This is an optimization exercise on Yosys and OpenROAD, whose aim is small area, a short achievable clock period and few clock cycles, not a production implementation. At most, simulation tests tie the RTL to the original design; equivalence was not proved. Power figures rest on the tool's default switching activity, not on a simulated workload.

==> flow/design.v (excerpt) <==
module rs_dec (
    input  wire       clk,
    input  wire       rst,           
    input  wire       in_valid,
    output wire       in_ready,
    input  wire [9:0] in_sym,
    output reg        err_valid,
    output reg  [9:0] err_pos,       
    output reg  [9:0] err_val,       
    output reg        done_valid,
    output reg        done_uncorr,
    output reg  [4:0] done_nerr
);
Size: about 6500 cells after synthesis, ~1500 flip-flops, about 42 I/O pins, roughly 0.074 sq mm of cells after synthesis.
==> flow/config.mk <==
export PLATFORM = sky130hd
export DESIGN_NAME = rs_dec
export DESIGN_NICKNAME = rs_dec
export VERILOG_FILES = /design/flow/design.v
export SDC_FILE = /design/flow/constraint.sdc
export NUM_CORES = 8
export LEC_CHECK = 0
export CAP_MARGIN = 20
export CORE_MARGIN = 2
export CORE_UTILIZATION = 40
export SLEW_MARGIN = 20
==> flow/constraint.sdc <==
create_clock -name core_clock -period 12.0 [get_ports {clk}]
set_input_delay 2.4000 -clock core_clock [delete_from_list [all_inputs] [get_ports {clk}]]
set_output_delay 2.4000 -clock core_clock [all_outputs]
set_load 0.01 [all_outputs]
standard.sh (not shown) runs the stock make flow with config.mk's settings and CLKGATE_MAP_FILE= SYNTH_SCRIPT=/design/flow/synth_recipe.tcl, a recipe that flattens the netlist after the stock synthesis.
==> flow/flow/run.sh <==
#!/bin/bash
# Standard ORFS layout (the standard.sh, unchanged synthesis), with
# repair_timing asked for extra setup margin, larger clock-tree clusters and
# a denser core.
bash standard.sh SETUP_SLACK_MARGIN=8.5 CTS_CLUSTER_SIZE=22 CTS_CLUSTER_DIAMETER=60 CORE_UTILIZATION=65 "CTS_BUF_LIST=sky130_fd_sc_hd__clkbuf_8 sky130_fd_sc_hd__clkbuf_16" finish > standard.log 2>&1
The starting point went through all stages and came out clean.
Testbench counts at the start, summed over its fixed seeds: cycles 108,530.
Change:
==> flow/flow/run.sh (replaced) <==
#!/bin/bash
# Standard ORFS layout (the standard.sh, unchanged synthesis), with
# repair_timing asked for extra setup margin and larger clock-tree clusters.
bash standard.sh SETUP_SLACK_MARGIN=8.5 CTS_CLUSTER_SIZE=22 CTS_CLUSTER_DIAMETER=60 finish > standard.log 2>&1
Outcome: Cell area goes up by 2.2%; worst setup slack gets worse by 0.11 ns; routed wire length goes up by 3.2%.
Change:
==> flow/flow/run.sh (replaced) <==
#!/bin/bash
# Standard ORFS layout (the standard.sh, unchanged synthesis), with
# repair_timing asked for extra setup margin, larger clock-tree clusters and
# a denser core.
bash standard.sh SETUP_SLACK_MARGIN=8.5 CTS_CLUSTER_SIZE=22 CTS_CLUSTER_DIAMETER=60 CORE_UTILIZATION=65 finish > standard.log 2>&1
What happened: The new run finished clean; utilization rises by 26 points; global-route usage rises by 13 points; power falls slightly; die area falls by well over a third.
Change:
Settings changed: ABC_AREA set to 1.
Maximum frequency goes down by 1.2%.
Setup slack degrades by 0.042 ns.
Cell area goes up by 4.4%.

========
Another version of the RTL of rs_dec (not shown whole).
Size in the first run: ~6500 cells after synthesis, about 42 I/O pins, roughly 0.074 mm2 of cells after synthesis.
export LEC_CHECK = 0
export CAP_MARGIN = 20
export CORE_MARGIN = 2
export CORE_UTILIZATION = 40
export SLEW_MARGIN = 20
create_clock -name core_clock -period 12.0 [get_ports {clk}]
==> flow/flow/run.sh <==
#!/bin/bash
# Standard ORFS layout (the standard.sh, unchanged synthesis), with
# repair_timing asked for extra setup margin so paths end well inside the
# clock period. The tools' output goes to standard.log in this folder.
bash standard.sh SETUP_SLACK_MARGIN=8.5 finish > standard.log 2>&1
The first run produced a clean layout.
Then changed:
==> flow/flow/run.sh (replaced) <==
#!/bin/bash
# Standard ORFS layout (the standard.sh, unchanged synthesis), with
# repair_timing asked for extra setup margin and larger clock-tree clusters.
bash standard.sh SETUP_SLACK_MARGIN=8.5 CTS_CLUSTER_SIZE=22 CTS_CLUSTER_DIAMETER=60 finish > standard.log 2>&1
Outcome:
- The changed run finished with timing, DRC and antenna clean
- worst setup slack is better by 0.018 ns
- design area fell by 1.6%
- power fell by 3.3%
- die area stays the same
- core utilization fell by 0.71 points
- cell count fell by 0.97%
- wire length fell by 0.73%
- register-to-register slack is better by 0.02 ns
No run of this note included a check of the RTL's function; only the layout flow was run.

static timing again, ports no longer ideal:
Ports are ideal in the flow. The routed layouts listed here were re-timed in OpenROAD. Step 1 assumes that a clkbuf_16 drives the clock port and a buf_2 every other input. Step 2, shift: input delay + t, output delay - t, t = (earliest + latest rising clock arrival at the registers) / 2. This alone moves slack from input paths to output paths. Slacks: no drivers / after step 1 / after step 2; pairs: no drivers / after step 1.
run	t, ns	setup WS [ns]	worst data-port slew with drivers (ns)
the first run of note 1	0.805	8.425 / 8.348 / 7.831	0.03
the second run of note 1	0.871	8.317 / 8.230 / 7.693	0.05
the third run of note 1	0.803	8.426 / 8.349 / 7.830	0.03
the fourth run of note 1	0.826	8.384 / 8.299 / 7.833	0.05
the first run of note 2	0.893	8.333 / 8.246 / 7.705	0.03
the second run of note 2	0.871	8.350 / 8.264 / 7.661	0.04
After both steps setup and hold are still met in every run listed. For the second run of note 2, which loses most, drivers alone change the setup slack by -0.086 ns; drivers and shift together by -0.689 ns.
